Background: an optimization exercise with open tools, aiming at small area and a short achievable clock period. Do not read the settings as production practice. The RTL was checked by simulation tests, not by an equivalence proof against the original design. No driver is modelled on the clock port, so clock power and skew are understated where the tree is cut down; a real chip needs a root buffer or a tree.

// chk_unit
module chk_unit (
    input  wire        clk,
    input  wire        rst,
    input  wire        in_valid,
    input  wire        in_first,
    input  wire        in_last,
    input  wire [2:0]  in_code,
    input  wire [63:0] in_data,
    input  wire [3:0]  in_nbytes,
    input  wire [2:0]  in_tail,
    output wire        out_valid,
    output wire [31:0] out_value
);
    reg [63:0] d_r;
    reg        fn_r;            
    reg        hold_r;          
    reg        nl_r, last_r;    
    reg [5:0]  p_r;             
    reg [2:0]  code_q;          
    reg        refl_q, refln_q;  
    reg [2:0]  pn_r;            
    reg [4:0]  pg_r;            
    wire       take_in = in_valid & in_first & ~rst;
    wire       refl_in = (in_code == 3'd2) | (in_code == 3'd3) | (in_code == 3'd5);
    wire [5:0] p_in = in_last ? {3'd0 - in_nbytes[2:0], 3'd0 - in_tail} : 6'd0;
    wire [4:0] pg_in;
    assign pg_in[0] = take_in & ((in_code == 3'd5));
    assign pg_in[1] = take_in & ((in_code == 3'd1) | (in_code == 3'd3) | (in_code == 3'd5));
    assign pg_in[2] = take_in & ((in_code == 3'd1) | (in_code == 3'd2) | (in_code == 3'd3) | (in_code == 3'd5));
    assign pg_in[3] = take_in & ((in_code == 3'd0) | (in_code == 3'd1) | (in_code == 3'd3) | (in_code == 3'd5));
    assign pg_in[4] = take_in & ((in_code == 3'd0) | (in_code == 3'd1) | (in_code == 3'd2) | (in_code == 3'd3) | (in_code == 3'd5));
    always @(posedge clk) begin
        d_r  <= in_data;
        fn_r   <= ~take_in;
        hold_r <= ~(in_valid & ~rst);
        nl_r   <= in_valid & ~rst & ~in_last;
        last_r <= in_valid & ~rst & in_last;
        p_r  <= p_in;
        pn_r <= ~p_in[2:0];
        pg_r <= pg_in;
        if (in_valid & in_first) begin
            code_q <= in_code;
            refl_q  <= refl_in;
            refln_q <= ~refl_in;
        end
    end
    wire [5:0] pn = {~p_r[5:3], pn_r};
    reg  [31:0] s_q;
    wire [31:0] s_qn = ~s_q;
    wire hold = hold_r;
    wire nl   = nl_r;
    wire last = last_r;
    wire [3:0] g1, g1n, g2n;
    wire [7:0] hn;
    genvar gb;
    generate for (gb = 0; gb < 4; gb = gb + 1) begin : g_mask
  ...
==> flow/config.mk <==
export PLATFORM = sky130hd
export DESIGN_NAME = chk_unit
export DESIGN_NICKNAME = chk_unit
export VERILOG_FILES = /design/flow/design.v
export SDC_FILE = /design/flow/constraint.sdc
export NUM_CORES = 8
export LEC_CHECK = 0
export CAP_MARGIN = 20
export CORE_MARGIN = 2
export CORE_UTILIZATION = 40
export GPL_TIMING_DRIVEN = 0
export SLEW_MARGIN = 20
export SYNTH_HIERARCHICAL = 1
==> flow/constraint.sdc <==
create_clock -name core_clock -period 40.0 [get_ports {clk}]
set_input_delay 8.0000 -clock core_clock [delete_from_list [all_inputs] [get_ports {clk}]]
set_output_delay 8.0000 -clock core_clock [all_outputs]
set_load 0.01 [all_outputs]
standard.sh (not shown) runs the stock make flow with config.mk's settings and CLKGATE_MAP_FILE= SYNTH_SCRIPT=/design/flow/synth_recipe.tcl, a recipe that flattens the netlist after the stock synthesis.
==> flow/flow/run.sh <==
#!/bin/bash
# Standard synthesis and placement (port buffers of buf_1 cells), then
# flow/cts.tcl: a one-level clock tree, buf_2 output port buffers and
# dfxtp_2 for the flip-flops behind them; then the standard routing and finish.
set -euo pipefail
export BUFFER_PORTS_ARGS="-buffer_cell sky130_fd_sc_hd__buf_1"
bash standard.sh synth > synth.log 2>&1
bash standard.sh place > place.log 2>&1
RES=$PWD/orfs/results/sky130hd/chk_unit/base
RES=$RES CTS_NBUF=4 CTS_CELL=sky130_fd_sc_hd__clkbuf_16 OUT_BUF_CELL=sky130_fd_sc_hd__buf_2 OUT_FF_CELL=sky130_fd_sc_hd__dfxtp_2 openroad -no_init -exit flow/cts.tcl > cts.log 2>&1
cp $RES/4_1_cts.odb $RES/4_cts.odb
bash standard.sh > layout.log 2>&1
Other scripts of this flow, unchanged in this note and not shown: flow/flow/cts.tcl
Next try:
CAP_MARGIN = 0   (was 20)
CORE_UTILIZATION = 65   (was 40)
SLEW_MARGIN = 0   (was 20)
Now the flow reached the layout checks and failed them: capacitance limit, slew limit; die area is lower by well over a third; worst setup slack got worse by 740 ps; global-route usage is higher by 14 points; first-iteration DRC count is higher by well over a third; via count is higher by a few percent; final area is lower by a few percent; sequential share of layout area is higher by 0.58 points; maximum frequency is lower by a little under a tenth.
Next try:
CAP_MARGIN = 20   (was 0)
CORE_MARGIN = 4   (was 2)
CORE_UTILIZATION = 60   (was 65)
SLEW_MARGIN = 20   (was 0)
Outcome:
- The changed run completed with no timing, DRC or antenna violations
- routed wire length increases by about 1.8%
- worst hold slack barely changes
- clock skew decreases by 14 ps
- sequential share of layout area decreases by 0.19 points
- critical path depth increases by 1
- worst setup slack gets better by 820 ps
- final cell count increases by about 0.8%
- first-iteration DRC count decreases by 6.3%
- flip-flop and latch count is unchanged
- die area increases by about 14%
No run of this note takes its clock network from TritonCTS; it comes from the design's own scripts or RTL.


## v17
Another version of the RTL of chk_unit (not shown whole).
Size in the first run: roughly 1700 cells after synthesis, about 130 flip-flops, about 110 I/O pins.
==> flow/design.v (excerpt) <==
module chk_unit (
    input  wire        clk,
    input  wire        rst,
    input  wire        in_valid,
    input  wire        in_first,
    input  wire        in_last,
    input  wire [2:0]  in_code,
    input  wire [63:0] in_data,
    input  wire [3:0]  in_nbytes,
    input  wire [2:0]  in_tail,
    output wire        out_valid,
    output wire [31:0] out_value
);
Settings: LEC_CHECK=0, CAP_MARGIN=20, CORE_MARGIN=4, CORE_UTILIZATION=60, GPL_TIMING_DRIVEN=0, SLEW_MARGIN=20, SYNTH_HIERARCHICAL=1; clock period 40.0 ns.
==> flow/flow/run.sh <==
#!/bin/bash
# Standard synthesis and placement (port buffers of buf_1 cells), then
# flow/cts.tcl: a two-level clock tree, buf_2 output port buffers and
# dfxtp_2 for the flip-flops behind them; then the standard routing and finish.
set -euo pipefail
export BUFFER_PORTS_ARGS="-buffer_cell sky130_fd_sc_hd__buf_1"
bash standard.sh synth > synth.log 2>&1
bash standard.sh place > place.log 2>&1
RES=$PWD/orfs/results/sky130hd/chk_unit/base
RES=$RES CTS_CELL=sky130_fd_sc_hd__clkbuf_8 CTS_NBUF=4 CTS_SUB=2 CTS_SUB_CELL=sky130_fd_sc_hd__clkbuf_16 OUT_BUF_CELL=sky130_fd_sc_hd__buf_2 OUT_FF_CELL=sky130_fd_sc_hd__dfxtp_2 FANOUT_FF_CELL=sky130_fd_sc_hd__dfxtp_4 FANOUT_FF_MIN=12 IN_BUF_CELL=sky130_fd_sc_hd__buf_2 IN_BUF_MIN=3 openroad -no_init -exit flow/cts.tcl > cts.log 2>&1
cp $RES/4_1_cts.odb $RES/4_cts.odb
bash standard.sh > layout.log 2>&1
==> flow/flow/cts.tcl <==
# Clock tree: the clock port drives a few clkbuf_16, each driving one cluster
# of flip-flops (k-means on their placed positions); then legalize.
set res $::env(RES)
set plat $::env(FLOW_HOME)/platforms/sky130hd
read_lef $plat/lef/sky130_fd_sc_hd.tlef
read_lef $plat/lef/sky130_fd_sc_hd_merged.lef
read_liberty $plat/lib/sky130_fd_sc_hd__tt_025C_1v80.lib
read_db $res/3_place.odb
read_sdc $res/3_place.sdc
source $plat/setRC.tcl
set nclu $::env(CTS_NBUF)
set block [ord::get_db_block]
set db [ord::get_db]
set clk [$block findNet clk]
set sinks {}
foreach it [$clk getITerms] { lappend sinks $it }
set n [llength $sinks]
puts "clock sinks: $n, clusters: $nclu"
# balanced k-means on points (xs, ys): returns list of cluster ids
proc kmeans {xs ys nclu} {
  set n [llength $xs]
  set order [lsort -real -indices $xs]
  set cx {}; set cy {}
  for {set k 0} {$k < $nclu} {incr k} {
    set i [lindex $order [expr {int(($k+0.5)*$n/$nclu)}]]
    lappend cx [lindex $xs $i]; lappend cy [lindex $ys $i]
  }
  set cap [expr {int(ceil(double($n)/$nclu))+2}]
  set asg [lrepeat $n 0]
  for {set iter 0} {$iter < 50} {incr iter} {
    set pairs {}
    for {set i 0} {$i < $n} {incr i} {
      for {set k 0} {$k < $nclu} {incr k} {
        set d [expr {abs([lindex $xs $i]-[lindex $cx $k]) + abs([lindex $ys $i]-[lindex $cy $k])}]
        lappend pairs [list $d $i $k]
      }
    }
    set pairs [lsort -real -index 0 $pairs]
    set asg [lrepeat $n -1]; set cnt [lrepeat $nclu 0]
    foreach p $pairs {
      lassign $p d i k
      if {[lindex $asg $i] >= 0} continue
      if {[lindex $cnt $k] >= $cap} continue
      lset asg $i $k; lset cnt $k [expr {[lindex $cnt $k]+1}]
    }
    set sx [lrepeat $nclu 0.0]; set sy [lrepeat $nclu 0.0]
    for {set i 0} {$i < $n} {incr i} {
      set k [lindex $asg $i]
      lset sx $k [expr {[lindex $sx $k]+[lindex $xs $i]}]
      lset sy $k [expr {[lindex $sy $k]+[lindex $ys $i]}]
    }
    for {set k 0} {$k < $nclu} {incr k} {
      if {[lindex $cnt $k] > 0} {
        lset cx $k [expr {[lindex $sx $k]/[lindex $cnt $k]}]
        lset cy $k [expr {[lindex $sy $k]/[lindex $cnt $k]}]
      }
    }
  }
  return [list $asg $cx $cy]
}
set xs {}; set ys {}
foreach it $sinks {
  set b [[$it getInst] getBBox]
  lappend xs [expr {([$b xMin]+[$b xMax])/2.0}]
  lappend ys [expr {([$b yMin]+[$b yMax])/2.0}]
}
lassign [kmeans $xs $ys $nclu] asg cx cy
set master [$db findMaster $::env(CTS_CELL)]
set w [$master getWidth]; set h [$master getHeight]
set nsub [expr {[info exists ::env(CTS_SUB)] ? $::env(CTS_SUB) : 1}]
proc mkbuf {name x y in {mname ""}} {
  global block master w h db
  set m $master
  if {$mname ne ""} { set m [$db findMaster $mname] }
  set w [$m getWidth]; set h [$m getHeight]
  set inst [odb::dbInst_create $block $m $name]
  $inst setLocation [expr {int($x - $w/2)}] [expr {int($y - $h/2)}]
  $inst setPlacementStatus PLACED
  set net [odb::dbNet_create $block "${name}_net"]
  $net setSigType CLOCK
  [$inst findITerm A] connect $in
  [$inst findITerm X] connect $net
  return $net
}
for {set k 0} {$k < $nclu} {incr k} {
  set idx {}
  for {set i 0} {$i < $n} {incr i} { if {[lindex $asg $i] == $k} { lappend idx $i } }
  if {$nsub <= 1} {
    set net [mkbuf "cts_buf_$k" [lindex $cx $k] [lindex $cy $k] $clk]
    foreach i $idx { set it [lindex $sinks $i]; $it disconnect; $it connect $net }
  } else {
    set sx {}; set sy {}
    foreach i $idx { lappend sx [lindex $xs $i]; lappend sy [lindex $ys $i] }
    lassign [kmeans $sx $sy $nsub] sasg scx scy
    # first-level buffer at the middle of its sub-cluster buffers
    set mx 0.0; set my 0.0
    for {set m 0} {$m < $nsub} {incr m} { set mx [expr {$mx+[lindex $scx $m]/$nsub}]; set my [expr {$my+[lindex $scy $m]/$nsub}] }
    set top [mkbuf "cts_buf_$k" $mx $my $clk]
    for {set m 0} {$m < $nsub} {incr m} {
      set net [mkbuf "cts_buf_${k}_$m" [lindex $scx $m] [lindex $scy $m] $top $::env(CTS_SUB_CELL)]
      for {set j 0} {$j < [llength $idx]} {incr j} {
        if {[lindex $sasg $j] == $m} { set it [lindex $sinks [lindex $idx $j]]; $it disconnect; $it connect $net }
      }
    }
  }
}
# optional: other cells for the output port buffers and for the flip-flops
# that drive them
foreach port [get_ports out_*] {
  set net [$block findNet [get_full_name $port]]
  foreach it [$net getITerms] {
    if {![$it isOutputSignal]} continue
    set buf [$it getInst]
    if {[info exists ::env(OUT_BUF_CELL)] && $::env(OUT_BUF_CELL) ne ""} {
      replace_cell [$buf getName] $::env(OUT_BUF_CELL)
    }
    set in [[$buf findITerm A] getNet]
    foreach it2 [$in getITerms] {
      if {![$it2 isOutputSignal]} continue
      set drv [$it2 getInst]
      if {[info exists ::env(OUT_FF_CELL)] && $::env(OUT_FF_CELL) ne ""
          && [string match "sky130_fd_sc_hd__dfxtp_*" [[$drv getMaster] getName]]} {
        replace_cell [$drv getName] $::env(OUT_FF_CELL)
      }
    }
  }
}
# optional: stronger flip-flops where one drives many loads, and stronger
# input port buffers where one drives several loads
if {[info exists ::env(FANOUT_FF_CELL)] && $::env(FANOUT_FF_CELL) ne ""} {
  foreach inst [$block getInsts] {
    if {![string match "sky130_fd_sc_hd__dfxtp_*" [[$inst getMaster] getName]]} continue
    set q [$inst findITerm Q]
    set net [$q getNet]
    if {$net eq "NULL"} continue
    if {[llength [$net getITerms]] - 1 >= $::env(FANOUT_FF_MIN)} { replace_cell [$inst getName] $::env(FANOUT_FF_CELL) }
  }
}
if {[info exists ::env(IN_BUF_CELL)] && $::env(IN_BUF_CELL) ne ""} {
  foreach port [get_ports in_*] {
    set net [$block findNet [get_full_name $port]]
    foreach it [$net getITerms] {
      set buf [$it getInst]
      set out [[$buf findITerm X] getNet]
      if {[llength [$out getITerms]] - 1 >= $::env(IN_BUF_MIN)} { replace_cell [$buf getName] $::env(IN_BUF_CELL) }
    }
  }
}
detailed_placement
check_placement -verbose
set_propagated_clock [all_clocks]
estimate_parasitics -placement
report_clock_skew
set mx 0
foreach p [all_registers -clock_pins] { set v [get_property $p slew_max]; if {$v > $mx} { set mx $v } }
puts "max clock pin slew (placement estimate): $mx"
report_check_types -max_slew -violators
report_checks -path_delay max -digits 3
write_db $res/4_1_cts.odb
write_sdc $res/4_cts.sdc
v17 reached the final stage; the timing, DRC and antenna checks on its layout passed.
#### Input delta (v21 over v17)
==> flow/flow/run.sh <==
#!/bin/bash
# Standard synthesis and placement (port buffers of buf_1 cells), then
# flow/cts.tcl: a one-level clock tree, buf_2 output port buffers and
# dfxtp_2 for the flip-flops behind them; then the standard routing and finish.
set -euo pipefail
export BUFFER_PORTS_ARGS="-buffer_cell sky130_fd_sc_hd__buf_1"
bash standard.sh synth > synth.log 2>&1
bash standard.sh place > place.log 2>&1
RES=$PWD/orfs/results/sky130hd/chk_unit/base
RES=$RES CTS_CELL=sky130_fd_sc_hd__clkbuf_16 CTS_NBUF=4 CTS_SUB=1 OUT_BUF_CELL=sky130_fd_sc_hd__buf_2 OUT_FF_CELL=sky130_fd_sc_hd__dfxtp_2 FANOUT_FF_CELL=sky130_fd_sc_hd__dfxtp_4 FANOUT_FF_MIN=12 IN_BUF_CELL=sky130_fd_sc_hd__buf_2 IN_BUF_MIN=3 openroad -no_init -exit flow/cts.tcl > cts.log 2>&1
cp $RES/4_1_cts.odb $RES/4_cts.odb
bash standard.sh > layout.log 2>&1
--- outcome ---
- Compared with v17, in v21 total met3 wirelength after detailed routing about even, hold violation count in the final report held steady.
- Fmax: v21 higher than v17
- Summary of v21 over v17: worst setup margin moved up; final hold slack level; max-slew headroom at the worst pin moved up; final design instance area without fill moved down; cell count moved down.
- [v21 vs v17] largest stage delay on the critical path: higher in v21
No run of this note takes its clock network from TritonCTS; it comes from the design's own scripts or RTL.

what the ideal ports hide:
In the flow no input, the clock included, has a driving cell. The finished layouts below were timed again as built, in two steps. Step 1: set_driving_cell puts a clkbuf_16 on clk and a buf_2 on each other input, an assumption about the parent block. Step 2 moves the port delays by t, midway between the first and last clock arrival at a register: inputs arrive t later, outputs are due t later. That takes back most of the time a late clock gives input paths. Three values: ideal, step 1, step 2; two values: the first two.
run | shift t [ns] | setup slack, ns | worst register clock-pin slew, ns
the first run of note 1 | 0.265 | 30.590 / 30.589 / 30.589 | 0.12 / 0.12
the second run of note 1 | 0.294 | 29.851 / 29.851 / 29.851 | 0.12 / 0.12
the third run of note 1 | 0.297 | 30.667 / 30.667 / 30.667 | 0.11 / 0.11
v17 | 0.368 | 31.229 / 31.138 / 31.213 | 0.07 / 0.07
v21 | 0.278 | 31.311 / 31.224 / 31.155 | 0.12 / 0.12
The setup slack of v21, which loses most, moves by -0.087 ns with the drivers and by -0.156 ns with both steps.
